What follows belongs to an exercise in optimizing a design on an open flow for small area, a short achievable clock period and few clock cycles per item; a production flow would make more cautious choices.
RTL that was checked went through simulation tests only; none was proved equivalent to the original.
Function not checked in runs 1, 2 and 5: the RTL went through the layout flow alone.

`design.v`:
```
module aes_sbox (
    input  wire [7:0] a,
    output wire [7:0] y
);
    wire [18:0] mid;
    aes_sbox_top u_top (.a(a), .m(mid));
    aes_sbox_bot u_bot (.m(mid), .y(y));
endmodule
module aes_sbox_top (
    input  wire [7:0]  a,
    output wire [18:0] m
);
    wire U0, U1, U2, U3, U4, U5, U6, U7;
    wire T1, T2, T3, T4, T5, T6, T7, T8, T9, T10, T11, T12, T13, T14, T15, T16, T17, T18, T19, T20, T21, T22, T23, T24, T25, T26, T27;
    wire M1, M2, M3, M4, M5, M6, M7, M8, M9, M10, M11, M12, M13, M14, M15, M16, M17, M18, M19, M20, M21, M22, M23, M24, M25, M26, M27, M28, M29, M30, M31, M32, M33, M34, M35, M36, M37, M38, M39, M40, M41, M42, M43, M44, M45;
    assign {U0, U1, U2, U3, U4, U5, U6, U7} = a;
    assign T1 = U0 ^ U3;
    assign T2 = U0 ^ U5;
    assign T3 = U0 ^ U6;
    assign T4 = U3 ^ U5;
    assign T5 = U4 ^ U6;
    assign T6 = T1 ^ T5;
    assign T7 = U1 ^ U2;
    assign T8 = U7 ^ T6;
    assign T9 = U7 ^ T7;
    assign T10 = T6 ^ T7;
    assign T11 = U1 ^ U5;
    assign T12 = U2 ^ U5;
    assign T13 = T3 ^ T4;
    assign T14 = T6 ^ T11;
    assign T15 = T5 ^ T11;
    assign T16 = T5 ^ T12;
    assign T17 = T9 ^ T16;
    assign T18 = U3 ^ U7;
    assign T19 = T7 ^ T18;
    assign T20 = T1 ^ T19;
    assign T21 = U6 ^ U7;
    assign T22 = T7 ^ T21;
    assign T23 = T2 ^ T22;
    assign T24 = T2 ^ T10;
    assign T25 = T20 ^ T17;
    assign T26 = T3 ^ T16;
    assign T27 = T1 ^ T12;
    assign M1 = T13 & T6;
    assign M2 = T23 & T8;
    assign M3 = T14 ^ M1;
    assign M4 = T19 & U7;
    assign M5 = M4 ^ M1;
    assign M6 = T3 & T16;
    assign M7 = T22 & T9;
    assign M8 = T26 ^ M6;
    assign M9 = T20 & T17;
    assign M10 = M9 ^ M6;
    assign M11 = T1 & T15;
    assign M12 = T4 & T27;
    assign M13 = M12 ^ M11;
    assign M14 = T2 & T10;
    assign M15 = M14 ^ M11;
    assign M16 = M3 ^ M2;
    assign M17 = M5 ^ T24;
    assign M18 = M8 ^ M7;
    assign M19 = M10 ^ M15;
    assign M20 = M16 ^ M13;
    assign M21 = M17 ^ M15;
    assign M22 = M18 ^ M13;
    assign M23 = M19 ^ T25;
    assign M24 = M22 ^ M23;
    assign M25 = M22 & M20;
    assign M26 = M21 ^ M25;
    assign M27 = M20 ^ M21;
    assign M28 = M23 ^ M25;
    assign M29 = M28 & M27;
    assign M30 = M26 & M24;
    assign M31 = M20 & M23;
    assign M32 = M27 & M31;
    assign M33 = M27 ^ M25;
    assign M34 = M21 & M22;
    assign M35 = M24 & M34;
    assign M36 = M24 ^ M25;
    assign M37 = M21 ^ M29;
    assign M38 = M32 ^ M33;
    assign M39 = M23 ^ M30;
    assign M40 = M35 ^ M36;
    assign M41 = M38 ^ M40;
    assign M42 = M37 ^ M39;
    assign M43 = M37 ^ M38;
    assign M44 = M39 ^ M40;
    assign M45 = M42 ^ M41;
    assign m = {M37, M38, M39, M40, M41, M42, M43, M44, M45, T6, T8, T16, T9, T15, T13, T23, T3, T22, T1};
endmodule
module aes_sbox_bot (
    input  wire [18:0] m,
    output wire [7:0]  y
);
    wire M37, M38, M39, M40, M41, M42, M43, M44, M45;
    wire T1, T2, T3, T4, T6, T8, T9, T10, T13, T15, T16, T17, T19, T20, T22, T23, T27, U7;
    wire M46, M47, M48, M49, M50, M51, M52, M53, M54, M55, M56, M57, M58, M59, M60, M61, M62, M63;
    wire L0, L1, L2, L3, L4, L5, L6, L7, L8, L9, L10, L11, L12, L13, L14, L15, L16, L17, L18, L19, L20, L21, L22, L23, L24, L25, L26, L27, L28, L29;
    wire S0, S1, S2, S3, S4, S5, S6, S7;
    assign {M37, M38, M39, M40, M41, M42, M43, M44, M45} = m[18:10];
    wire b_T6 = m[9];
    wire b_T8 = m[8];
    wire b_T16 = m[7];
    wire b_T9 = m[6];
    wire b_T15 = m[5];
    wire b_T13 = m[4];
    wire b_T23 = m[3];
    wire b_T3 = m[2];
    wire b_T22 = m[1];
    wire b_T1 = m[0];
    assign T1 = b_T1;
    assign T2 = b_T23 ^ b_T22;
    assign T3 = b_T3;
    assign T4 = b_T13 ^ b_T3;
    assign T6 = b_T6;
    assign T8 = b_T8;
    assign T9 = b_T9;
    assign T10 = b_T8 ^ b_T9;
    assign T13 = b_T13;
    assign T15 = b_T15;
    assign T16 = b_T16;
    assign T17 = b_T16 ^ b_T9;
    assign T19 = b_T13 ^ b_T23;
    assign T20 = b_T3 ^ b_T22;
    assign T22 = b_T22;
    assign T23 = b_T23;
    assign T27 = b_T6 ^ b_T16;
    assign U7 = b_T6 ^ b_T8;
    assign M46 = M44 & T6;
    assign M47 = M40 & T8;
    assign M48 = M39 & U7;
    assign M49 = M43 & T16;
    assign M50 = M38 & T9;
    assign M51 = M37 & T17;
    assign M52 = M42 & T15;
    assign M53 = M45 & T27;
    assign M54 = M41 & T10;
    assign M55 = M44 & T13;
    assign M56 = M40 & T23;
    assign M57 = M39 & T19;
    assign M58 = M43 & T3;
    assign M59 = M38 & T22;
    assign M60 = M37 & T20;
    assign M61 = M42 & T1;
    assign M62 = M45 & T4;
    assign M63 = M41 & T2;
    assign L0 = M61 ^ M62;
    assign L1 = M50 ^ M56;
    assign L2 = M46 ^ M48;
    assign L3 = M47 ^ M55;
    assign L4 = M54 ^ M58;
    assign L5 = M49 ^ M61;
    assign L6 = M62 ^ L5;
    assign L7 = M46 ^ L3;
    assign L8 = M51 ^ M59;
    assign L9 = M52 ^ M53;
    assign L10 = M53 ^ L4;
    assign L11 = M60 ^ L2;
    assign L12 = M48 ^ M51;
    assign L13 = M50 ^ L0;
    assign L14 = M52 ^ M61;
    assign L15 = M55 ^ L1;
    assign L16 = M56 ^ L0;
    assign L17 = M57 ^ L1;
    assign L18 = M58 ^ L8;
    assign L19 = M63 ^ L4;
    assign L20 = L0 ^ L1;
    assign L21 = L1 ^ L7;
    assign L22 = L3 ^ L12;
    assign L23 = L18 ^ L2;
    assign L24 = L15 ^ L9;
    assign L25 = L6 ^ L10;
    assign L26 = L7 ^ L9;
    assign L27 = L8 ^ L10;
    assign L28 = L11 ^ L14;
    assign L29 = L11 ^ L17;
    assign S0 = L6 ^ L24;
    assign S1 = ~(L16 ^ L26);
    assign S2 = ~(L19 ^ L28);
    assign S3 = L6 ^ L21;
    assign S4 = L20 ^ L22;
    assign S5 = L25 ^ L29;
    assign S6 = ~(L13 ^ L27);
    assign S7 = ~(L6 ^ L23);
    assign y = {S0, S1, S2, S3, S4, S5, S6, S7};
endmodule
module cipher_aes_core (
    input  wire         clk,
    input  wire         rst,         
    input  wire         in_valid,
    output wire         in_ready,
    input  wire         in_key256,   
    input  wire [255:0] in_key,
    input  wire [127:0] in_block,
    output reg          out_valid,
    output reg  [127:0] out_block
);
    localparam integer MW = 19;    
    function [7:0] xtime(input [7:0] b);
        xtime = {b[6:0], 1'b0} ^ (b[7] ? 8'h1b : 8'h00);
    endfunction
    reg          s_valid;
    reg          s_k256;
    reg  [3:0]   s_round;    
    reg  [7:0]   s_rcon;
    reg  [127:0] s_state;
    reg  [127:0] s_ka;
    reg  [127:0] s_kb;
    reg          m_valid;
    reg          m_k256;
    reg  [3:0]   m_round;
    reg  [7:0]   m_rcon;
    reg  [16*MW-1:0] m_state;    
    reg  [4*MW-1:0]  m_kx;       
    reg  [127:0] m_kp;       
    reg  [127:0] m_kb;
    wire [16*MW-1:0] s_mid;
    wire [4*MW-1:0]  s_kmid;
    genvar gi;
    generate
        for (gi = 0; gi < 16; gi = gi + 1) begin : g_top
            aes_sbox_top u_top (.a(s_state[8*gi +: 8]), .m(s_mid[MW*gi +: MW]));
        end
        for (gi = 0; gi < 4; gi = gi + 1) begin : g_ktop
            aes_sbox_top u_top (.a(s_kb[8*gi +: 8]), .m(s_kmid[MW*gi +: MW]));
        end
    endgenerate
    wire [127:0] s_kbase = s_k256 ? s_ka : s_kb;
    wire         s_krot  = !s_k256 || !s_round[0];
    wire [31:0]  s_krc   = s_krot ? {s_rcon, 24'h000000} : 32'h00000000;
    wire [31:0]  s_kp01  = s_kbase[127:96] ^ s_kbase[95:64];
    wire [31:0]  s_kp23  = s_kbase[63:32] ^ s_kbase[31:0];
    wire [127:0] s_kpre  = {s_kbase[127:96] ^ s_krc,
                            s_kp01 ^ s_krc,
                            s_kp01 ^ s_kbase[63:32] ^ s_krc,
                            s_kp01 ^ s_kp23 ^ s_krc};
    wire m_final = m_k256 ? (m_round == 4'd13) : (m_round == 4'd9);
    wire [31:0] kx_s;
    generate
        for (gi = 0; gi < 4; gi = gi + 1) begin : g_kbot
            aes_sbox_bot u_bot (.m(m_kx[MW*gi +: MW]), .y(kx_s[8*gi +: 8]));
        end
    endgenerate
    wire kx_rot = !m_k256 || !m_round[0];
    wire [31:0] kx_t = kx_rot ? {kx_s[23:0], kx_s[31:24]} : kx_s;
    wire [127:0] kx_next = m_kp ^ {4{kx_t}};
    wire [127:0] rkey = m_k256 ? m_kb : kx_next;
    wire [127:0] sub;
    generate
        for (gi = 0; gi < 16; gi = gi + 1) begin : g_bot
            aes_sbox_bot u_bot (.m(m_state[MW*gi +: MW]), .y(sub[8*gi +: 8]));
        end
    endgenerate
    wire [127:0] shifted;
    generate
        for (gi = 0; gi < 16; gi = gi + 1) begin : g_shift
            localparam integer R = gi % 4;
            localparam integer C = gi / 4;
            localparam integer SRC = 4 * ((C + R) % 4) + R;
            assign shifted[127-8*gi -: 8] = sub[127-8*SRC -: 8];
        end
    endgenerate
    wire [127:0] round_out;
    wire [127:0] final_out = shifted ^ rkey;
    generate
        for (gi = 0; gi < 4; gi = gi + 1) begin : g_mix
            wire [31:0] col = shifted[127-32*gi -: 32];
            wire [7:0] a0 = col[31:24];
            wire [7:0] a1 = col[23:16];
            wire [7:0] a2 = col[15:8];
            wire [7:0] a3 = col[7:0];
            wire [7:0] t = a0 ^ a1 ^ a2 ^ a3;
            wire [31:0] d = {t ^ xtime(a0 ^ a1), t ^ xtime(a1 ^ a2),
                             t ^ xtime(a2 ^ a3), t ^ xtime(a3 ^ a0)};
            assign round_out[127-32*gi -: 32] = final_out[127-32*gi -: 32] ^ d;
        end
    endgenerate
    reg  ready;
    assign in_ready = ready;
    wire s_final = s_k256 ? (s_round == 4'd13) : (s_round == 4'd9);
    wire slot_free_next = !s_valid || s_final;
    wire no_pass_next = ready ? (!in_valid || !in_key256)
                              : (!m_valid || m_final || !m_k256 || (m_round >= 4'd3));
    always @(posedge clk) begin
        if (rst) begin
            ready     <= 1'b1;
            s_valid   <= 1'b0;
            m_valid   <= 1'b0;
            out_valid <= 1'b0;
        end else begin
            ready     <= slot_free_next && no_pass_next;
            s_valid   <= in_ready ? in_valid : (m_valid && !m_final);
            m_valid   <= s_valid;
            out_valid <= m_valid && m_final;
        end
    end
    always @(posedge clk) begin
        m_k256  <= s_k256;
        m_round <= s_round;
        m_rcon  <= s_rcon;
        m_state <= s_mid;
        m_kx    <= s_kmid;
        m_kp    <= s_kpre;
        m_kb    <= s_kb;
        out_block <= final_out;
        if (ready) begin
            s_k256  <= in_key256;
            s_round <= 4'd0;
            s_rcon  <= 8'h01;
            s_state <= in_block ^ in_key[255:128];
            s_ka    <= in_key[255:128];
            s_kb    <= in_key256 ? in_key[127:0] : in_key[255:128];
        end else begin
            s_k256  <= m_k256;
            s_round <= m_round + 4'd1;
            s_rcon  <= kx_rot ? xtime(m_rcon) : m_rcon;
            s_state <= round_out;
            s_ka    <= m_kb;
            s_kb    <= kx_next;
        end
    end
endmodule
```
`flow/run.sh`:
```
#!/bin/bash
# Layout flow: the standard flow (standard.sh), except that
#  - synthesis maps the logic with the ABC script flow/abc_map.script; the
#    registers are untouched, and the flow checks that the netlist has the
#    same flip-flops (names and cell types) as the standard synthesis, and
#    uses the standard netlist if not;
#  - the make variables in flow/params.sh are added (port buffer cell,
#    repair margins).
# Each tool's output goes to a log file in the work folder.
set -uo pipefail
W=$(pwd)
RES=$W/orfs/results/$FLOW_PLATFORM/cipher_aes_core/base
source flow/params.sh

# 1. the standard synthesis, for reference
bash standard.sh synth > std_synth.log 2>&1 || exit 1
cp $RES/1_2_yosys.v $W/std_1_2_yosys.v

# 2. our synthesis, in a work area of its own
sed -e "s#@ABC_SCRIPT@#$W/flow/abc_map.script#" flow/synth.tcl > $W/my_synth.tcl
make -C $FLOW_HOME DESIGN_CONFIG=$W/config.mk WORK_HOME=$W/mysyn CLKGATE_MAP_FILE= \
     SYNTH_SCRIPT=$W/my_synth.tcl synth > my_synth.log 2>&1
MYV=$W/mysyn/results/$FLOW_PLATFORM/cipher_aes_core/base/1_2_yosys.v

# 3. same registers?
regs() { grep -oE '^ *sky130_fd_sc_hd__(df|edf|sdf|sedf|dlx|dlr)[a-z0-9_]* +[^ ]+' "$1" | sed -E 's/_[0-9]+ +/ /; s/^ *//' | sort; }
if [[ -s $MYV ]] && cmp -s <(regs $W/std_1_2_yosys.v) <(regs $MYV); then
  echo "own synthesis: registers match, using it" > synth_choice.log
  cp $MYV $RES/1_2_yosys.v
  touch $RES/1_2_yosys.v
else
  echo "own synthesis: registers differ or missing, using the standard netlist" > synth_choice.log
fi
regs $W/std_1_2_yosys.v | wc -l >> synth_choice.log
regs $MYV | wc -l >> synth_choice.log

# 4. the rest of the standard flow
bash standard.sh "${MAKE_ARGS[@]}" finish > std_flow.log 2>&1
```
`flow/abc_map.script`:
```
strash
dc2
&get -n
&dch -f
&nf -R 1000
&put
buffer -c
topo
stime -c
upsize -c
dnsize -c
```
`flow/params.sh`:
```
MAKE_ARGS=(SETUP_SLACK_MARGIN=4.5 "BUFFER_PORTS_ARGS=-buffer_cell sky130_fd_sc_hd__buf_1" "CTS_ARGS=-sink_clustering_enable -repair_clock_nets -dont_use_dummy_load -sink_clustering_size 20 -buf_list {sky130_fd_sc_hd__clkbuf_4 sky130_fd_sc_hd__clkbuf_8}")
```
`flow/synth.tcl`:
```
proc synth {args} { yosys synth -nofsm -noshare {*}$args }
proc abc {args} {
  set i [lsearch $args -script]
  set args [lreplace $args $i [expr {$i + 1}] -script @ABC_SCRIPT@]
  yosys abc {*}$args
}
source $::env(SCRIPTS_DIR)/synth.tcl
# left out here: clear keep_hierarchy, flatten, clean up, hide names made inside functions, write 1_2_yosys.v
```
`standard.sh`:
```
#!/bin/bash
# synth_recipe.tcl (not shown) runs the flow's synth.tcl, then flattens the netlist and writes it again
# the make line also repeats each setting of config.mk as NAME=value (left out here)
make -C /OpenROAD-flow-scripts/flow DESIGN_CONFIG=/design/flow/config.mk WORK_HOME=/design/flow/orfs CLKGATE_MAP_FILE= SYNTH_SCRIPT=/design/flow/synth_recipe.tcl "${@:-finish}"
```
`config.mk`:
```
export PLATFORM = sky130hd
export DESIGN_NAME = cipher_aes_core
export DESIGN_NICKNAME = cipher_aes_core
export VERILOG_FILES = /design/flow/design.v
export SDC_FILE = /design/flow/constraint.sdc
export NUM_CORES = 8
export LEC_CHECK = 0
export CAP_MARGIN = 10
export CORE_MARGIN = 2
export CORE_UTILIZATION = 40
export PLACE_DENSITY = 0.6
export SLEW_MARGIN = 10
```
`constraint.sdc`:
```
create_clock -name core_clock -period 8.0 [get_ports {clk}]
set_input_delay 1.6000 -clock core_clock [delete_from_list [all_inputs] [get_ports {clk}]]
set_output_delay 1.6000 -clock core_clock [all_outputs]
set_load 0.01 [all_outputs]
```
==> run summary, run 1 <==
Clock Latency Late Sink 0.93 ns; slew at the pin closest to its max-slew limit 1.14 ns; slew margin rel. 23.8%; status complete, no violations; # hold bufs at CTS 0; non-filler cells, final 8905; Req. time, crit path 8.69 ns; CP Launch Point m_state[255]$_DFF_P_; RSZ-0062 raised after global routing yes; CP Data Arrival Time 4.18 ns; Max-Cap Viols 0; Tmin final 3.49 ns; fin crit share 43.6%; drt drc 0; Synthesis Warnings 1; routed len/inst 23.8 um; max-slew violations 0; final worst hold slack 0.291 ns; first-iteration detailed-routing DRC count 3389; Syn-to-layout area delta 13.8%; WP buf/inv 0; combined flip-flop and latch cell area 23600 um^2; I/O pins 518; DR vias 44391; Initial Utilization 40.2%; slowest stage delay, CP 0.43 ns; Hold Path Origin s_kb[103]$_DFF_P_; clock buffer depth 3; Fmax 0.287 GHz; multi-input combinational cell area 38200 um^2; CP top delay family XOR/XNOR gates; crit path max fanout 5; final wirelength 212000 um; Worst Setup End Kind flop; Die Y 397 um; Reg2Reg Setup Slack 4.51 ns; CTS Buf Count 198; Root Buffer clkbuf_8; Setup-failing EPs final 0; Die X 397 um; die area 157000 um^2; Post-DRT Antenna Nets 0; TNS Setup 0 ns; largest net degree at the start of global routing 190; share of cells above drive strength 1 12.4%; DP HPWL 171000 um; Buffers on Ports 517; initial antenna violation count 25; residual overflow from global routing 0; Worst Clk Skew 0.106 ns; final hold vios 0; Syn Inst Count 6249; CP max-delay cell xnor2_2; Crit Path Class reg -> reg; All-Layer GR Usage 26.2%; Critical Path End s_state[34]$_DFF_P_; startpoint types flop; Reg-to-Reg Start m_state[255]$_DFF_P_; vias in the first global route 43687; r2r worst-path depth 11; cell row count 144; Synthesized Nets 6679; Pre-antenna DRT Iters 5; fillers 14696; CP cell instances o21ai_0 -> a21oi_1 -> xnor2_1 -> xor2_1 -> xnor2_1 -> xnor2_2 -> xor2_1 -> xnor2_2 -> xor2_1 -> xnor2_1 -> o21ai_1; placer's final routability congestion estimate 0.959; H-Tree Depth 4; Hold Path Class reg -> reg; CTS tree yes; placed insts 8661; Cell Area, Synth 61700 um^2; r2r endpoint s_state[34]$_DFF_P_; drt via density 4.98; global-route wire length before repair 298000 um; CTS clk-pin slew, worst paths 0.06 ns; syn_area_per_cell 9.87 um^2; stages on the worst setup path 11; clock net sink count 1178; Std-Cell Core Area 154000 um^2; fin nets 7286
==> final cells by class <==
class / instances / area share, %
timing repair buffer: 588 / 3.80
tap: 2044 / 3.65
sequential: 1178 / 33.6
multi-input combinational: 4779 / 54.4
inverter: 111 / 0.594
antenna: 7 / 0.0250
clock buffer: 198 / 3.88
==> state kept, by name, summed over array words and instances (netlist names), 76 cells and up <==
register   cells
s_ka         128
m_kx          76
s_kb         128
s_state      128
m_kp         128
m_kb         128
out_block    128
m_state      304
==> metal layers <==
metal  GRT usage [%]  vias up  routed length [um]  share of wire, %
met3            4.55      337               14200               6.7
met4            10.4       16                9020               4.3
met2            41.9     1621               96100                45
met1            34.9    21300               92100                44
met5               0        -                 111             0.052
li1                -    21117                   -                 -
==> repair_timing <==
item,in CTS,in global routing
buffers inserted,3,36
setup endpoints to repair,86,132
pin swaps,0,9
resized for setup,68,131
endpoints found under the hold margin,0,0
==> how the worst min path moves through the flow <==
| stage | endpoint | slack [ns] | depth (start not counted) |
|---|---|---|---|
| 2_1_floorplan | m_round[1]$_DFF_P_ | 0.32 | 0 |
| 3_3_place_gp | m_round[1]$_DFF_P_ | 0.33 | 0 |
| 3_5_place_dp | m_kb[49]$_DFF_P_ | 0.34 | 0 |
| 4_1_cts | m_kb[103]$_DFF_P_ | 0.30 | 0 |
| 5_1_grt | m_kb[103]$_DFF_P_ | 0.29 | 0 |
| 6_report | m_kb[103]$_DFF_P_ | 0.29 | 0 |
==> per-stage QoR <==
| stage | instance area [um^2] | setup WS [ns] | util (%) |
|---|---|---|---|
| floorplan | 61700 | 5.17 | - |
| global placement | 65700 | 4.06 | 42.8 |
| detailed placement | 65700 | 3.91 | 42.8 |
| CTS | 68900 | 4.34 | 44.9 |
| global route | 70200 | 4.36 | 45.7 |
| finish | 70200 | 4.51 | 45.7 |
==> placed cells by master (no fill, tap or decap), types with 5 or more instances in the layout <==
| master | n |
|---|---|
| xor2_4 | 7 |
| a21oi_2 | 27 |
| a21oi_1 | 178 |
| inv_1 | 107 |
| a21o_1 | 7 |
| nand3_1 | 23 |
| a211oi_1 | 16 |
| mux2_2 | 129 |
| nor2b_1 | 136 |
| a21oi_4 | 10 |
| o21ai_2 | 12 |
| xnor2_4 | 17 |
| ha_1 | 42 |
| a22oi_1 | 7 |
| mux2i_4 | 5 |
| mux2i_1 | 129 |
| and2_2 | 5 |
| xnor2_1 | 1338 |
| xor2_2 | 97 |
| xnor2_2 | 237 |
| o22ai_1 | 130 |
| buf_4 | 54 |
| clkbuf_8 | 199 |
| nand2_1 | 658 |
| nor2_1 | 176 |
| dfxtp_1 | 1171 |
| buf_1 | 516 |
| o21ai_1 | 102 |
| buf_12 | 14 |
| xor2_1 | 851 |
| o21bai_1 | 6 |
| o21ai_0 | 384 |
| and2_1 | 13 |
| diode_2 | 7 |
==> run 2, diff against run 1 <==
==> flow/params.sh (replaced) <==
MAKE_ARGS=(SETUP_SLACK_MARGIN=4.85 "BUFFER_PORTS_ARGS=-buffer_cell sky130_fd_sc_hd__buf_1" "CTS_ARGS=-sink_clustering_enable -repair_clock_nets -dont_use_dummy_load -sink_clustering_size 20 -buf_list {sky130_fd_sc_hd__clkbuf_4 sky130_fd_sc_hd__clkbuf_8}")
==> run summary, run 2 <==
residual overflow from global routing 0 (unchanged); placed insts 8661 (unchanged); Buffers on Ports 517 (unchanged); drt drc 0 (unchanged); Post-DRT Antenna Nets 0 (unchanged); routed len/inst 23.8 um (+0.19%); syn_area_per_cell 9.87 um^2 (unchanged); non-filler cells, final 9190 (+3.2%); largest net degree at the start of global routing 190 (unchanged); max-slew violations 0 (unchanged); Tmin final 3.19 ns (-0.296 ns); global-route wire length before repair 303000 um (+1.6%); Die X 397 um (unchanged); Fmax 0.313 GHz (+9.3%); Root Buffer clkbuf_8; commonest non-fill, non-tap cell in the layout xnor2_1; vias in the first global route 44501 (+1.9%); slew at the pin closest to its max-slew limit 1.01 ns (-0.124 ns); cell row count 144 (unchanged); Worst Clk Skew 0.0998 ns (-0.00613 ns); Max-Cap Viols 0 (unchanged); final hold vios 0 (unchanged); H-Tree Depth 4 (unchanged); CP Data Arrival Time 4.00 ns (-0.18 ns); most frequent cells in the layout xnor2_1 (1095), dfxtp_1 (1073), xor2_1 (714); placer's final routability congestion estimate 0.959 (unchanged); slew margin rel. 31.9% (+8.0 points); Biggest register m_state; WP buf/inv 1 (+1); Setup-failing EPs final 0 (unchanged); max reg flops 304 (unchanged); Req. time, crit path 8.80 ns (+0.11 ns); slowest stage delay, CP 0.69 ns (+0.26 ns); drt via density 5.00 (+0.31%); Syn-to-layout area delta 25.1%; Crit Path Class reg -> reg; clock net sink count 1178 (unchanged); Initial Utilization 40.2% (unchanged); CTS clk-pin slew, worst paths 0.06 ns (about the same); Syn Inst Count 6249 (unchanged); Clock Latency Late Sink 0.93 ns (about the same); DR vias 45955 (+3.5%); initial antenna violation count 22 (-12%); TNS Setup 0 ns (unchanged); Pre-antenna DRT Iters 6 (+1); DP HPWL 171000 um (unchanged); Std-Cell Core Area 154000 um^2 (unchanged); All-Layer GR Usage 26.6% (+0.39 points); CP top delay family XOR/XNOR gates; I/O pins 518 (unchanged); die area 157000 um^2 (unchanged); clock buffer depth 3 (unchanged); fin nets 7570 (+3.9%); status complete, no violations; RSZ-0062 raised after global routing yes; share of cells above drive strength 1 24.0% (+12 points); Worst Setup End Kind flop; first-iteration detailed-routing DRC count 3421 (+0.94%); Cell Area, Synth 61700 um^2 (unchanged); crit path max fanout 28 (+23); Hold Path Class reg -> reg; CTS Buf Count 198 (unchanged); CP max-delay cell xor2_1; fin crit share 39.9% (-3.7 points); CP cell instances buf_4 -> mux2i_1 -> xor2_1 -> xnor2_2 -> xnor2_1; Synthesized Nets 6679 (unchanged); startpoint types flop; final wirelength 219000 um (+3.4%); Die Y 397 um (unchanged); CTS tree yes; Synthesis Warnings 1 (unchanged)
==> run 2: final timing paths <==
check / from / endpoint / slack [ns] / cells after the start
max reg2reg: s_k256$_DFF_P_ / m_kp[21]$_DFF_P_ / 4.81 / 5
min reg2reg: s_kb[103]$_DFF_P_ / m_kb[103]$_DFF_P_ / 0.29 / 0
min: s_kb[103]$_DFF_P_ / m_kb[103]$_DFF_P_ / 0.29 / 0
max: s_k256$_DFF_P_ / m_kp[21]$_DFF_P_ / 4.81 / 5
==> run 2: area by class of cell <==
cell class              count  area (um^2)
fillers                 13967        76400
multi-input cells        4779        42600
flip-flops and latches   1178        23800
repair buffers            872         5020
clock buffers             198         2730
well taps                2044         2560
inverters                 111          417
diodes                      8         20.0
==> run 2: per-stage QoR <==
step / hold WS [ns] / utilization, % / instance area [um^2] / worst slack, ns
global placement: 0.331 / 42.8 / 65700 / 4.06
floorplan: 0.322 / - / 61700 / 5.17
detailed placement: 0.335 / 42.8 / 65700 / 3.91
finish: 0.290 / 50.2 / 77100 / 4.81
CTS: 0.297 / 46.7 / 71700 / 4.63
global route: 0.293 / 50.2 / 77100 / 4.69
==> run 2: what timing repair did <==
action | 4_1_cts | 5_1_grt
buffers inserted | 102 | 221
gates resized for setup | 390 | 574
hold buffers | 0 | 0
pin swaps | 60 | 226
setup endpoints to repair | 282 | 234
==> run 2: per-layer routing <==
metal	up-vias	share of wire (%)	wire length (um)	global-route usage, %
met5	-	0.050	109	0
met1	22263	42	92200	35.1
met3	380	7.1	15600	4.81
met4	16	4.4	9550	10.4
li1	21616	-	-	-
met2	1680	46	101000	43.0
==> run 3, diff against run 2 <==
--- a/design.v
+++ b/design.v
@@ -210,2 +210,3 @@
     reg          m_k256;
+    reg          m_k128;     
     reg  [3:0]   m_round;
@@ -227,3 +228,3 @@
     endgenerate
-    wire [127:0] s_kbase = s_k256 ? s_ka : s_kb;
+    wire [127:0] s_kbase = s_ka;
     wire         s_krot  = !s_k256 || !s_round[0];
@@ -246,3 +247,3 @@
     wire [127:0] kx_next = m_kp ^ {4{kx_t}};
-    wire [127:0] rkey = m_k256 ? m_kb : kx_next;
+    wire [127:0] rkey = m_k128 ? kx_next : m_kb;
     wire [127:0] sub;
@@ -279,2 +280,3 @@
     assign in_ready = ready;
+    reg  load;
     wire s_final = s_k256 ? (s_round == 4'd13) : (s_round == 4'd9);
@@ -286,2 +288,3 @@
             ready     <= 1'b1;
+            load      <= 1'b1;
             s_valid   <= 1'b0;
@@ -291,2 +294,3 @@
             ready     <= slot_free_next && no_pass_next;
+            load      <= slot_free_next;
             s_valid   <= in_ready ? in_valid : (m_valid && !m_final);
@@ -298,2 +302,3 @@
         m_k256  <= s_k256;
+        m_k128  <= !s_k256;
         m_round <= s_round;
@@ -305,3 +310,3 @@
         out_block <= final_out;
-        if (ready) begin
+        if (load) begin
             s_k256  <= in_key256;
@@ -317,3 +322,3 @@
             s_state <= round_out;
-            s_ka    <= m_kb;
+            s_ka    <= m_k128 ? kx_next : m_kb;
             s_kb    <= kx_next;
==> run summary, run 3 <==
WP buf/inv 2 (+1); Root Buffer clkbuf_8; routed len/inst 23.8 um (-0.14%); slowest stage delay, CP 0.38 ns (-0.31 ns); DR top layer met4; largest net degree at the start of global routing 206 (+8.4%); CP Launch Point m_kx[9]$_DFF_P_; most frequent cells in the layout dfxtp_1 (1060), xnor2_1 (1053), xor2_1 (731); RSZ-0062 raised after global routing yes; Buffers on Ports 517 (unchanged); Pre-antenna DRT Iters 5 (-1); Die X 389 um (-1.8%); Reg-to-Reg Start m_kx[9]$_DFF_P_; met3 routed WL 15200 um (-2.5%); worst hold stages 0 (unchanged); crit path max fanout 3 (-89%); syn_area_per_cell 9.60 um^2 (-2.7%); final worst hold slack 0.302 ns (+0.0121 ns); slew at the pin closest to its max-slew limit 1.04 ns (+0.0233 ns); CTS clk-pin slew, worst paths 0.07 ns (about the same); combined flip-flop and latch cell area 23800 um^2 (+0.29%); CTS Buf Count 196 (-1.0%); # hold bufs at CTS 0 (unchanged); CP top delay family XOR/XNOR gates; Biggest register m_state; vias in the first global route 43882 (-1.4%); drt drc 0 (unchanged); slew margin rel. 30.6% (-1.3 points); CP Data Arrival Time 3.96 ns (-0.04 ns); All-Layer GR Usage 26.9% (+0.35 points); die area 152000 um^2 (-3.7%); max reg flops 304 (unchanged); M1 wire length 91200 um (-1.0%); Post-DRT Antenna Nets 0 (unchanged); non-filler cells, final 9031 (-1.7%); startpoint types flop; final wirelength 215000 um (-1.9%); Syn-to-layout area delta 28.0%; share of cells above drive strength 1 23.9% (-0.045 points); placed insts 8498 (-1.9%); clock net sink count 1180 (+0.17%); Setup-failing EPs final 0 (unchanged); Reg2Reg Setup Slack 4.79 ns (-0.02 ns); r2r endpoint s_state[41]$_DFF_P_; Crit Path Class reg -> reg; Worst path most repeated cell xor2_1; placer's final routability congestion estimate 0.950 (-0.92%); Cell Area, Synth 59400 um^2 (-3.7%); CP max-delay cell dfxtp_2; CP cell instances xor2_1 -> nand2_1 -> xor2_1 -> buf_4 -> xor2_2 -> xnor2_2 -> buf_4 -> nand2_2 -> o21ai_4 -> xor2_1 -> nand2_1 -> o21ai_0 -> xnor2_1 -> xnor2_1 -> o21ai_0; Tmin final 3.21 ns (+0.0173 ns); CTS tree yes; initial antenna violation count 6 (-73%); clock buffer depth 3 (unchanged); I/O pins 518 (unchanged); TNS Setup 0 ns (unchanged); first-iteration detailed-routing DRC count 3395 (-0.76%); commonest non-fill, non-tap cell in the layout dfxtp_1; DP HPWL 167000 um (-2.2%); hold worst-path end m_kb[118]$_DFF_P_; Synthesis Warnings 1 (unchanged); Hold Path Origin s_kb[118]$_DFF_P_; Hold Path Class reg -> reg; Max-Cap Viols 0 (unchanged); r2r worst-path depth 15 (+10); Initial Utilization 40.3% (+0.094 points); drt via density 5.02 (+0.35%); Fmax 0.312 GHz (-0.54%); fin nets 7529 (-0.54%); Die Y 389 um (-1.8%); DR vias 45316 (-1.4%); Std-Cell Core Area 147000 um^2 (-3.9%); max-slew violations 0 (unchanged); Syn Inst Count 6183 (-1.1%); multi-input combinational cell area 41500 um^2 (-2.6%); Synthesized Nets 6613 (-0.99%); residual overflow from global routing 0 (unchanged); global-route wire length before repair 296000 um (-2.4%); Req. time, crit path 8.75 ns (-0.05 ns); H-Tree Depth 4 (unchanged); cell row count 141 (-2.1%); status complete, no violations; fin crit share 40.1% (+0.22 points); final hold vios 0 (unchanged); met2 WL 96700 um (-4.6%); Finished Core Util 51.5% (+1.3 points); Worst Setup End Kind flop; Worst Clk Skew 0.0908 ns (-0.00898 ns); Clock Latency Late Sink 0.93 ns (about the same); fillers 13321 (-4.6%)
## run 3: cell count changes in the layout (fill, tap and decap cells not counted), moves of 16 or more
| cell | delta |
|---|---|
| o21ai_0 | +72 |
| mux2i_1 | -121 |
| xor2_1 | +17 |
| nand2_1 | +18 |
| nor2_1 | +43 |
| o21ai_1 | -44 |
| a21oi_2 | +16 |
| mux2_2 | -100 |
| a21oi_1 | +31 |
| xor2_2 | +29 |
| nand2_2 | +22 |
| xnor2_1 | -42 |
## run 3: per-layer routing
layer | vias to the layer above | GRT usage [%]
met1 | 21786 | 35.9
met3 | 441 | 4.88
li1 | 21335 | -
met5 | - | 0
met4 | 0 | 12.6
met2 | 1754 | 42.1
## run 3: cell type report
cell class / count / area share, %
clock buffers: 196 / 3.55
flip-flops and latches: 1180 / 31.4
inverters: 96 / 0.474
diodes: 4 / 0.0132
repair buffers: 886 / 6.83
multi-input cells: 4739 / 54.6
well taps: 1930 / 3.18
## run 3: repair_timing
item                                   CTS  global route
endpoints found under the hold margin    0             0
resized for setup                      480           679
pin swaps                               83           247
setup endpoints to repair              318           235
buffers inserted                       123           210
## run 3: worst max-delay path by stage
stage                      endpoint  slack, ns  cells past startpoint
2_1_floorplan      m_kx[10]$_DFF_P_       5.08                     13
3_3_place_gp    s_state[35]$_DFF_P_       3.73                     12
3_5_place_dp   s_state[101]$_DFF_P_       3.82                     12
4_1_cts         s_state[34]$_DFF_P_       4.68                     16
5_1_grt          s_state[9]$_DFF_P_       4.68                     15
6_report        s_state[41]$_DFF_P_       4.79                     15
## run 3: stage by stage
stage / instance area [um^2] / setup slack (ns)
floorplan: 59400 / 5.08
global placement: 63300 / 3.73
detailed placement: 63300 / 3.82
CTS: 70200 / 4.68
global route: 76000 / 4.68
finish: 76000 / 4.79
Testbench counts of run 3, summed over its fixed seeds: cycles 25,540, items 2,048.
==> run 4, diff against run 3 <==
==> flow/params.sh (replaced) <==
MAKE_ARGS=(SETUP_SLACK_MARGIN=4.7 "BUFFER_PORTS_ARGS=-buffer_cell sky130_fd_sc_hd__buf_1" "CTS_ARGS=-sink_clustering_enable -repair_clock_nets -dont_use_dummy_load -sink_clustering_size 20 -buf_list {sky130_fd_sc_hd__clkbuf_4 sky130_fd_sc_hd__clkbuf_8}")
==> run summary, run 4 <==
slew margin rel. 30.5% (-0.12 points); Die Y 389 um (unchanged); r2r endpoint s_state[64]$_DFF_P_; setup ws final 4.73 ns (-0.0577 ns); CTS Buf Count 196 (unchanged); drt drc 0 (unchanged); Worst Clk Skew 0.0897 ns (-0.00112 ns); Crit Path Class reg -> reg; Hold Path Class reg -> reg; Worst Setup End Kind flop; Reg-to-Reg Start m_kx[4]$_DFF_P_; most frequent cells in the layout xnor2_1 (1175), dfxtp_1 (1135), xor2_1 (820); Clock Latency Late Sink 0.94 ns (about the same); Biggest register m_state; Std-Cell Core Area 147000 um^2 (unchanged); crit path max fanout 5 (+2); status complete, no violations; hold worst-path end m_kb[118]$_DFF_P_; Syn Inst Count 6183 (unchanged); final hold vios 0 (unchanged); DP HPWL 167000 um (unchanged); Initial Utilization 40.3% (unchanged); Max-Cap Viols 0 (unchanged); initial antenna violation count 4 (-2); clock buffer depth 3 (unchanged); clock net sink count 1180 (unchanged); first-iteration detailed-routing DRC count 3483 (+2.6%); H-Tree Depth 4 (unchanged); global-route wire length before repair 292000 um (-1.1%); All-Layer GR Usage 26.6% (-0.29 points); CTS tree yes; Worst Setup Slack post-DPL 3.82 ns (unchanged); Reg2Reg Setup Slack 4.73 ns (-0.06 ns); Setup-failing EPs final 0 (unchanged); max reg flops 304 (unchanged); vias in the first global route 43309 (-1.3%); final wirelength 210000 um (-2.3%); CP Data Arrival Time 4.07 ns (+0.11 ns); TNS Setup 0 ns (unchanged); Buffers on Ports 517 (unchanged); Synthesized Nets 6613 (unchanged); r2r worst-path depth 15 (unchanged); fin crit share 40.8% (+0.72 points); Pre-antenna DRT Iters 5 (unchanged); Tmin final 3.27 ns (+0.0577 ns); Post-DRT Antenna Nets 0 (unchanged); startpoint types flop; slew at the pin closest to its max-slew limit 1.04 ns (+0.00176 ns); drt via density 5.01 (-0.21%); syn_area_per_cell 9.60 um^2 (unchanged); Req. time, crit path 8.80 ns (+0.05 ns); residual overflow from global routing 0 (unchanged); Die X 389 um (unchanged); Root Buffer clkbuf_8; max-slew violations 0 (unchanged); I/O pins 518 (unchanged); routed len/inst 23.7 um (-0.46%); fillers 13850 (+4.0%); Cell Area, Synth 59400 um^2 (unchanged); Syn-to-layout area delta 20.9%; commonest non-fill, non-tap cell in the layout xnor2_1; DR vias 44370 (-2.1%); die area 152000 um^2 (unchanged); Hold Path Origin s_kb[118]$_DFF_P_; cell row count 141 (unchanged); worst hold stages 0 (unchanged); RSZ-0062 raised after global routing yes; Synthesis Warnings 1 (unchanged); share of cells above drive strength 1 16.6% (-7.3 points); fin nets 7357 (-2.3%); Fmax 0.306 GHz (-1.8%); placer's final routability congestion estimate 0.950 (unchanged); largest net degree at the start of global routing 206 (unchanged); CTS clk-pin slew, worst paths 0.07 ns (about the same)
==> run 4: worst max-delay path, cell delays in order (launching register included) <==
cell and delay [ns]:
dfxtp_2 0.38, o21ai_1 0.09, a21oi_2 0.23, xnor2_4 0.14, xnor2_2 0.14, buf_4 0.17
xnor2_1 0.27, xnor2_2 0.19, a21oi_2 0.08, buf_4 0.23, xnor2_2 0.27, a21oi_2 0.16
xnor2_2 0.31, xnor2_1 0.13, nor2_1 0.30, a21oi_1 0.07
==> run 4: worst max path at each step <==
stage | slack, ns | end | from | depth (start not counted)
final | 4.73 | s_state[64]$_DFF_P_ | m_kx[4]$_DFF_P_ | 15
after global routing | 4.64 | s_state[49]$_DFF_P_ | m_state[154]$_DFF_P_ | 12
after CTS | 4.56 | s_state[96]$_DFF_P_ | m_kx[61]$_DFF_P_ | 14
after detailed placement | 3.82 | s_state[101]$_DFF_P_ | m_kx[8]$_DFF_P_ | 12
after global placement | 3.73 | s_state[35]$_DFF_P_ | m_kx[4]$_DFF_P_ | 12
after floorplan | 5.08 | m_kx[10]$_DFF_P_ | s_kb[7]$_DFF_P_ | 13
==> run 4: final cells by class <==
type | count | area (um^2) | share of cell area (%)
tap | 1930 | 2410 | 3.36
antenna | 6 | 15.0 | 0.0209
sequential | 1180 | 23700 | 33.0
inverter | 96 | 360 | 0.502
timing repair buffer | 714 | 3760 | 5.24
multi-input combinational | 4739 | 38800 | 54.1
clock buffer | 196 | 2700 | 3.76
==> run 4: repair_timing <==
item	4_1_cts	5_1_grt
setup endpoints to repair	195	204
buffers inserted	51	110
pin swaps	28	111
resized for setup	208	438
hold buffers	0	0
==> run 4: stage by stage <==
stage,hold slack [ns],utilization [%],instance area (um^2),cells
3_5_place_dp,0.312,42.9,63300,8498
6_report,0.299,48.7,71800,8861
3_3_place_gp,0.310,42.9,63300,8498
2_1_floorplan,0.310,-,59400,6183
5_1_grt,0.315,48.7,71800,8857
4_1_cts,0.298,46.1,68000,8745
==> run 4: metal layers <==
metal / global-route usage, % / share of wire [%]
met2: 41.4 / 45
met4: 12.6 / 5.1
met1: 35.6 / 43
met3: 4.94 / 6.9
met5: 0 / 0.0086
==> run 5, diff against run 4 <==
--- a/design.v
+++ b/design.v
@@ -4,3 +4,3 @@
 );
-    wire [18:0] mid;
+    wire [11:0] mid;
     aes_sbox_top u_top (.a(a), .m(mid));
@@ -10,3 +10,3 @@
     input  wire [7:0]  a,
-    output wire [18:0] m
+    output wire [11:0] m
 );
@@ -14,3 +14,3 @@
     wire T1, T2, T3, T4, T5, T6, T7, T8, T9, T10, T11, T12, T13, T14, T15, T16, T17, T18, T19, T20, T21, T22, T23, T24, T25, T26, T27;
-    wire M1, M2, M3, M4, M5, M6, M7, M8, M9, M10, M11, M12, M13, M14, M15, M16, M17, M18, M19, M20, M21, M22, M23, M24, M25, M26, M27, M28, M29, M30, M31, M32, M33, M34, M35, M36, M37, M38, M39, M40, M41, M42, M43, M44, M45;
+    wire M1, M2, M3, M4, M5, M6, M7, M8, M9, M10, M11, M12, M13, M14, M15, M16, M17, M18, M19, M20, M21, M22, M23, M24, M25, M26, M27, M28, M29, M30, M31, M32, M33, M34, M35, M36, M37, M38, M39, M40;
     assign {U0, U1, U2, U3, U4, U5, U6, U7} = a;
@@ -83,30 +83,23 @@
     assign M40 = M35 ^ M36;
-    assign M41 = M38 ^ M40;
-    assign M42 = M37 ^ M39;
-    assign M43 = M37 ^ M38;
-    assign M44 = M39 ^ M40;
-    assign M45 = M42 ^ M41;
-    assign m = {M37, M38, M39, M40, M41, M42, M43, M44, M45, T6, T8, T16, T9, T15, T13, T23, T3, T22, T1};
+    assign m = {M37, M38, M39, M40, T6, T8, T16, T9, T13, T23, T3, T22};
 endmodule
 module aes_sbox_bot (
-    input  wire [18:0] m,
+    input  wire [11:0] m,
     output wire [7:0]  y
 );
-    wire M37, M38, M39, M40, M41, M42, M43, M44, M45;
+    wire M37, M38, M39, M40;
     wire T1, T2, T3, T4, T6, T8, T9, T10, T13, T15, T16, T17, T19, T20, T22, T23, T27, U7;
-    wire M46, M47, M48, M49, M50, M51, M52, M53, M54, M55, M56, M57, M58, M59, M60, M61, M62, M63;
+    wire M41, M42, M43, M44, M45, M46, M47, M48, M49, M50, M51, M52, M53, M54, M55, M56, M57, M58, M59, M60, M61, M62, M63;
     wire L0, L1, L2, L3, L4, L5, L6, L7, L8, L9, L10, L11, L12, L13, L14, L15, L16, L17, L18, L19, L20, L21, L22, L23, L24, L25, L26, L27, L28, L29;
     wire S0, S1, S2, S3, S4, S5, S6, S7;
-    assign {M37, M38, M39, M40, M41, M42, M43, M44, M45} = m[18:10];
-    wire b_T6 = m[9];
-    wire b_T8 = m[8];
-    wire b_T16 = m[7];
-    wire b_T9 = m[6];
-    wire b_T15 = m[5];
-    wire b_T13 = m[4];
-    wire b_T23 = m[3];
-    wire b_T3 = m[2];
-    wire b_T22 = m[1];
-    wire b_T1 = m[0];
-    assign T1 = b_T1;
+    assign {M37, M38, M39, M40} = m[11:8];
+    wire b_T6 = m[7];
+    wire b_T8 = m[6];
+    wire b_T16 = m[5];
+    wire b_T9 = m[4];
+    wire b_T13 = m[3];
+    wire b_T23 = m[2];
+    wire b_T3 = m[1];
+    wire b_T22 = m[0];
+    assign T1 = b_T13 ^ b_T23 ^ b_T3 ^ b_T22;
     assign T2 = b_T23 ^ b_T22;
@@ -119,3 +112,3 @@
     assign T13 = b_T13;
-    assign T15 = b_T15;
+    assign T15 = b_T6 ^ b_T8 ^ b_T16 ^ b_T9;
     assign T16 = b_T16;
@@ -128,2 +121,7 @@
     assign U7 = b_T6 ^ b_T8;
+    assign M41 = M38 ^ M40;
+    assign M42 = M37 ^ M39;
+    assign M43 = M37 ^ M38;
+    assign M44 = M39 ^ M40;
+    assign M45 = M42 ^ M41;
     assign M46 = M44 & T6;
@@ -197,3 +195,3 @@
 );
-    localparam integer MW = 19;    
+    localparam integer MW = 12;    
     function [7:0] xtime(input [7:0] b);
@@ -208,11 +206,18 @@
     reg  [127:0] s_kb;
-    reg          m_valid;
-    reg          m_k256;
-    reg          m_k128;     
-    reg  [3:0]   m_round;
-    reg  [7:0]   m_rcon;
-    reg  [16*MW-1:0] m_state;    
-    reg  [4*MW-1:0]  m_kx;       
-    reg  [127:0] m_kp;       
-    reg  [127:0] m_kb;
+    reg          a_valid;
+    reg          a_k256;
+    reg  [3:0]   a_round;
+    reg  [7:0]   a_rcon;
+    reg  [16*MW-1:0] a_state;    
+    reg  [4*MW-1:0]  a_kx;       
+    reg  [127:0] a_ka;
+    reg  [127:0] a_kb;
+    reg          b_valid;
+    reg          b_k256;
+    reg  [3:0]   b_round;
+    reg  [7:0]   b_rcon;
+    reg  [127:0] b_sub;      
+    reg  [31:0]  b_kx;       
+    reg  [127:0] b_ka;
+    reg  [127:0] b_kb;
     wire [16*MW-1:0] s_mid;
@@ -228,28 +233,22 @@
     endgenerate
-    wire [127:0] s_kbase = s_ka;
-    wire         s_krot  = !s_k256 || !s_round[0];
-    wire [31:0]  s_krc   = s_krot ? {s_rcon, 24'h000000} : 32'h00000000;
-    wire [31:0]  s_kp01  = s_kbase[127:96] ^ s_kbase[95:64];
-    wire [31:0]  s_kp23  = s_kbase[63:32] ^ s_kbase[31:0];
-    wire [127:0] s_kpre  = {s_kbase[127:96] ^ s_krc,
-                            s_kp01 ^ s_krc,
-                            s_kp01 ^ s_kbase[63:32] ^ s_krc,
-                            s_kp01 ^ s_kp23 ^ s_krc};
-    wire m_final = m_k256 ? (m_round == 4'd13) : (m_round == 4'd9);
-    wire [31:0] kx_s;
-    generate
-        for (gi = 0; gi < 4; gi = gi + 1) begin : g_kbot
-            aes_sbox_bot u_bot (.m(m_kx[MW*gi +: MW]), .y(kx_s[8*gi +: 8]));
-        end
-    endgenerate
-    wire kx_rot = !m_k256 || !m_round[0];
-    wire [31:0] kx_t = kx_rot ? {kx_s[23:0], kx_s[31:24]} : kx_s;
-    wire [127:0] kx_next = m_kp ^ {4{kx_t}};
-    wire [127:0] rkey = m_k128 ? kx_next : m_kb;
-    wire [127:0] sub;
+    wire [127:0] a_sub;
+    wire [31:0]  a_ksub;
     generate
         for (gi = 0; gi < 16; gi = gi + 1) begin : g_bot
-            aes_sbox_bot u_bot (.m(m_state[MW*gi +: MW]), .y(sub[8*gi +: 8]));
+            aes_sbox_bot u_bot (.m(a_state[MW*gi +: MW]), .y(a_sub[8*gi +: 8]));
+        end
+        for (gi = 0; gi < 4; gi = gi + 1) begin : g_kbot
+            aes_sbox_bot u_bot (.m(a_kx[MW*gi +: MW]), .y(a_ksub[8*gi +: 8]));
         end
     endgenerate
+    wire b_final = b_k256 ? (b_round == 4'd13) : (b_round == 4'd9);
+    wire kx_rot = !b_k256 || !b_round[0];
+    wire [31:0] kx_t = kx_rot ? ({b_kx[23:0], b_kx[31:24]} ^ {b_rcon, 24'h000000}) : b_kx;
+    wire [127:0] kx_base = b_k256 ? b_ka : b_kb;
+    wire [31:0] kx_p0 = kx_base[127:96];
+    wire [31:0] kx_p1 = kx_p0 ^ kx_base[95:64];
+    wire [31:0] kx_p2 = kx_p1 ^ kx_base[63:32];
+    wire [31:0] kx_p3 = kx_p2 ^ kx_base[31:0];
+    wire [127:0] kx_next = {kx_p0 ^ kx_t, kx_p1 ^ kx_t, kx_p2 ^ kx_t, kx_p3 ^ kx_t};
+    wire [127:0] rkey = b_k256 ? b_kb : kx_next;
     wire [127:0] shifted;
@@ -260,3 +259,3 @@
             localparam integer SRC = 4 * ((C + R) % 4) + R;
-            assign shifted[127-8*gi -: 8] = sub[127-8*SRC -: 8];
+            assign shifted[127-8*gi -: 8] = b_sub[127-8*SRC -: 8];
         end
@@ -280,7 +279,7 @@
     assign in_ready = ready;
-    reg  load;
-    wire s_final = s_k256 ? (s_round == 4'd13) : (s_round == 4'd9);
-    wire slot_free_next = !s_valid || s_final;
-    wire no_pass_next = ready ? (!in_valid || !in_key256)
-                              : (!m_valid || m_final || !m_k256 || (m_round >= 4'd3));
+    wire a_final = a_k256 ? (a_round == 4'd13) : (a_round == 4'd9);
+    wire slot_free_next = !a_valid || a_final;
+    wire s_no_pass = !s_valid || !s_k256 || (s_round >= 4'd4);
+    wire new_no_pass = ready ? (!in_valid || !in_key256)
+                             : (!b_valid || b_final || !b_k256 || (b_round >= 4'd3));
     always @(posedge clk) begin
@@ -288,12 +287,12 @@
             ready     <= 1'b1;
-            load      <= 1'b1;
             s_valid   <= 1'b0;
-            m_valid   <= 1'b0;
+            a_valid   <= 1'b0;
+            b_valid   <= 1'b0;
             out_valid <= 1'b0;
         end else begin
-            ready     <= slot_free_next && no_pass_next;
-            load      <= slot_free_next;
-            s_valid   <= in_ready ? in_valid : (m_valid && !m_final);
-            m_valid   <= s_valid;
-            out_valid <= m_valid && m_final;
+            ready     <= slot_free_next && s_no_pass && new_no_pass;
+            s_valid   <= ready ? in_valid : (b_valid && !b_final);
+            a_valid   <= s_valid;
+            b_valid   <= a_valid;
+            out_valid <= b_valid && b_final;
         end
@@ -301,12 +300,18 @@
     always @(posedge clk) begin
-        m_k256  <= s_k256;
-        m_k128  <= !s_k256;
-        m_round <= s_round;
-        m_rcon  <= s_rcon;
-        m_state <= s_mid;
-        m_kx    <= s_kmid;
-        m_kp    <= s_kpre;
-        m_kb    <= s_kb;
+        a_k256  <= s_k256;
+        a_round <= s_round;
+        a_rcon  <= s_rcon;
+        a_state <= s_mid;
+        a_kx    <= s_kmid;
+        a_ka    <= s_ka;
+        a_kb    <= s_kb;
+        b_k256  <= a_k256;
+        b_round <= a_round;
+        b_rcon  <= a_rcon;
+        b_sub   <= a_sub;
+        b_kx    <= a_ksub;
+        b_ka    <= a_ka;
+        b_kb    <= a_kb;
         out_block <= final_out;
-        if (load) begin
+        if (ready) begin
             s_k256  <= in_key256;
@@ -318,7 +323,7 @@
         end else begin
-            s_k256  <= m_k256;
-            s_round <= m_round + 4'd1;
-            s_rcon  <= kx_rot ? xtime(m_rcon) : m_rcon;
+            s_k256  <= b_k256;
+            s_round <= b_round + 4'd1;
+            s_rcon  <= kx_rot ? xtime(b_rcon) : b_rcon;
             s_state <= round_out;
-            s_ka    <= m_k128 ? kx_next : m_kb;
+            s_ka    <= b_kb;
             s_kb    <= kx_next;
==> flow/params.sh (replaced) <==
MAKE_ARGS=(SETUP_SLACK_MARGIN=5.0 "BUFFER_PORTS_ARGS=-buffer_cell sky130_fd_sc_hd__buf_1" "CTS_ARGS=-sink_clustering_enable -repair_clock_nets -dont_use_dummy_load -sink_clustering_size 20 -buf_list {sky130_fd_sc_hd__clkbuf_4 sky130_fd_sc_hd__clkbuf_8}")
==> run summary, run 5 <==
status complete, no violations; Req. time, crit path 6.40 ns (-2.40 ns); CTS clk-pin slew, worst paths 0.06 ns (about the same); Std-Cell Core Area 161000 um^2 (+8.9%); Worst Setup Slack post-DPL 3.28 ns (-0.537 ns); r2r worst-path depth 8 (-7); Root Buffer clkbuf_8; CTS tree yes; Fmax 0.319 GHz (+4.3%); final wirelength 222000 um (+6.0%); Initial Utilization 40.3% (about the same); startpoint types flop; clock net sink count 1468 (+24%); initial antenna violation count 12 (+8); r2r endpoint s_state[121]$_DFF_P_; clock buffer depth 3 (unchanged); Worst Clk Skew 0.118 ns (+0.0284 ns); Crit Path Class reg -> out; fin crit share 39.1% (-1.7 points); RSZ-0062 raised after global routing yes; slowest stage delay, CP 0.35 ns (-0.03 ns); routed len/inst 24.3 um (+2.6%); I/O pins 518 (unchanged); Pre-antenna DRT Iters 5 (unchanged); CTS Buf Count 233 (+19%); setup ws final 4.87 ns (+0.136 ns); global-route wire length before repair 311000 um (+6.2%); worst hold stages 0 (unchanged); Post-DRT Antenna Nets 0 (unchanged); slew at the pin closest to its max-slew limit 1.09 ns (+0.0473 ns); CP Data Arrival Time 1.53 ns (-2.54 ns); first-iteration detailed-routing DRC count 3598 (+3.3%); Cell Area, Synth 64600 um^2 (+8.9%); Worst Setup End Kind output pin; final hold vios 0 (unchanged); max-slew violations 0 (unchanged); DR vias 44844 (+1.1%); Synthesized Nets 6768 (+2.3%); Syn Inst Count 6338 (+2.5%); vias in the first global route 44740 (+3.3%); TNS Setup 0 ns (unchanged); H-Tree Depth 4 (unchanged); most frequent cells in the layout xnor2_1 (1500), dfxtp_1 (1348), xor2_1 (959); Setup-failing EPs final 0 (unchanged); Syn-to-layout area delta 16.9%; Hold Path Class reg -> reg; All-Layer GR Usage 26.3% (-0.32 points); largest net degree at the start of global routing 119 (-42%); CP cell instances buf_12 -> buf_6; slew margin rel. 27.5% (-2.9 points); Synthesis Warnings 1 (unchanged); fin nets 7423 (+0.90%); placer's final routability congestion estimate 0.933 (-1.8%); Biggest register a_state; CP max-delay cell dfxtp_4; crit path max fanout 2 (-3); commonest non-fill, non-tap cell in the layout xnor2_1; cell row count 147 (+4.3%); max reg flops 192 (-37%); Reg2Reg Setup Slack 5.00 ns (+0.27 ns); CP top delay family flip-flops; WP buf/inv 2 (unchanged); share of cells above drive strength 1 11.2% (-5.4 points); Max-Cap Viols 0 (unchanged); DP HPWL 177000 um (+5.9%); drt via density 4.90 (-2.2%); Die X 406 um (+4.3%); Buffers on Ports 517 (unchanged); die area 165000 um^2 (+8.8%); Die Y 406 um (+4.3%); residual overflow from global routing 0 (unchanged); Clock Latency Late Sink 0.99 ns (+0.05 ns); fillers 15160 (+9.5%); Hold Path Origin a_kb[27]$_DFF_P_; hold worst-path end b_kb[27]$_DFF_P_; Reg-to-Reg Start b_k256$_DFF_P_; Tmin final 3.13 ns (-0.136 ns); drt drc 0 (unchanged); syn_area_per_cell 10.2 um^2 (+6.2%)
[run 5: worst max path at each step]
stage | start | to | slack, ns | cells past startpoint
floorplan | in_key256 | s_kb[37]$_DFF_P_ | 5.25 | 6
global placement | b_k256$_DFF_P_ | s_state[4]$_DFF_P_ | 3.38 | 10
detailed placement | b_k256$_DFF_P_ | s_state[34]$_DFF_P_ | 3.28 | 10
CTS | ready$_SDFF_PP1_ | in_ready | 4.79 | 2
global route | ready$_SDFF_PP1_ | in_ready | 4.80 | 2
finish | ready$_SDFF_PP1_ | in_ready | 4.87 | 2
[run 5: layout make-up]
| cell class | instances | area [um^2] | area share (%) |
|---|---|---|---|
| well taps | 2160 | 2700 | 3.58 |
| diodes | 5 | 12.5 | 0.0166 |
| flip-flops and latches | 1468 | 29700 | 39.3 |
| repair buffers | 582 | 3720 | 4.93 |
| inverters | 60 | 228 | 0.301 |
| clock buffers | 233 | 3210 | 4.24 |
| multi-input cells | 4648 | 36000 | 47.7 |
[run 5: what timing repair did]
action | CTS | global route
pin swaps | 19 | 30
hold buffers | 0 | 0
setup buffers | 22 | 22
setup endpoints to repair | 484 | 226
gates resized for setup | 522 | 120
gates cloned | 4 | 3
[run 5: routing by layer]
layer	wire length [um]	up-vias	global-route usage, %	share of wire [%]
met4	13100	6	14.2	5.9
met3	14200	373	4.32	6.4
met1	98500	21507	35.4	44
li1	-	21428	-	-
met5	41	-	0	0.018
met2	96500	1530	40.2	43
[run 5: stage by stage]
| stage | instance area (um^2) | util [%] | hold WS, ns | cells |
|---|---|---|---|---|
| 2_1_floorplan | 64600 | - | 0.310 | 6338 |
| 3_3_place_gp | 68800 | 42.8 | 0.310 | 8867 |
| 3_5_place_dp | 68800 | 42.8 | 0.312 | 8867 |
| 4_1_cts | 74500 | 46.4 | 0.258 | 9126 |
| 5_1_grt | 75500 | 47.0 | 0.267 | 9153 |
| 6_report | 75500 | 47.0 | 0.239 | 9156 |

port drivers added, routing unchanged:
How much do the figures lean on ideal ports? The routed layouts below were timed once more, with nothing changed but the port constraints.
Step 1, drivers: a clkbuf_16 drives clk and a buf_2 each remaining input, both assumed.
Step 2 adds t to the input delays and takes it off the output delays; t is the mean of the earliest and latest rising clock arrival at the registers after step 1. Input paths then give back, and output paths get back, about the clock's delay inside the block.
Three values: no drivers, after step 1, after step 2; two values: the first two.
run	shift t [ns]	slack for setup (ns)	worst register clock-pin slew, ns	cell pins on the clock port's net
run 1	0.960	4.511 / 4.511 / 4.146	0.07 / 0.07	1
run 2	0.966	4.807 / 4.807 / 4.137	0.07 / 0.07	1
run 3	0.969	4.790 / 4.790 / 4.198	0.07 / 0.07	1
run 4	0.973	4.732 / 4.726 / 4.159	0.07 / 0.07	1
run 5	1.015	4.868 / 4.781 / 4.093	0.07 / 0.07	1
After both steps every run listed still meets setup and hold. For run 5, which loses most, drivers alone change the setup slack by -0.087 ns; drivers and shift together by -0.775 ns.
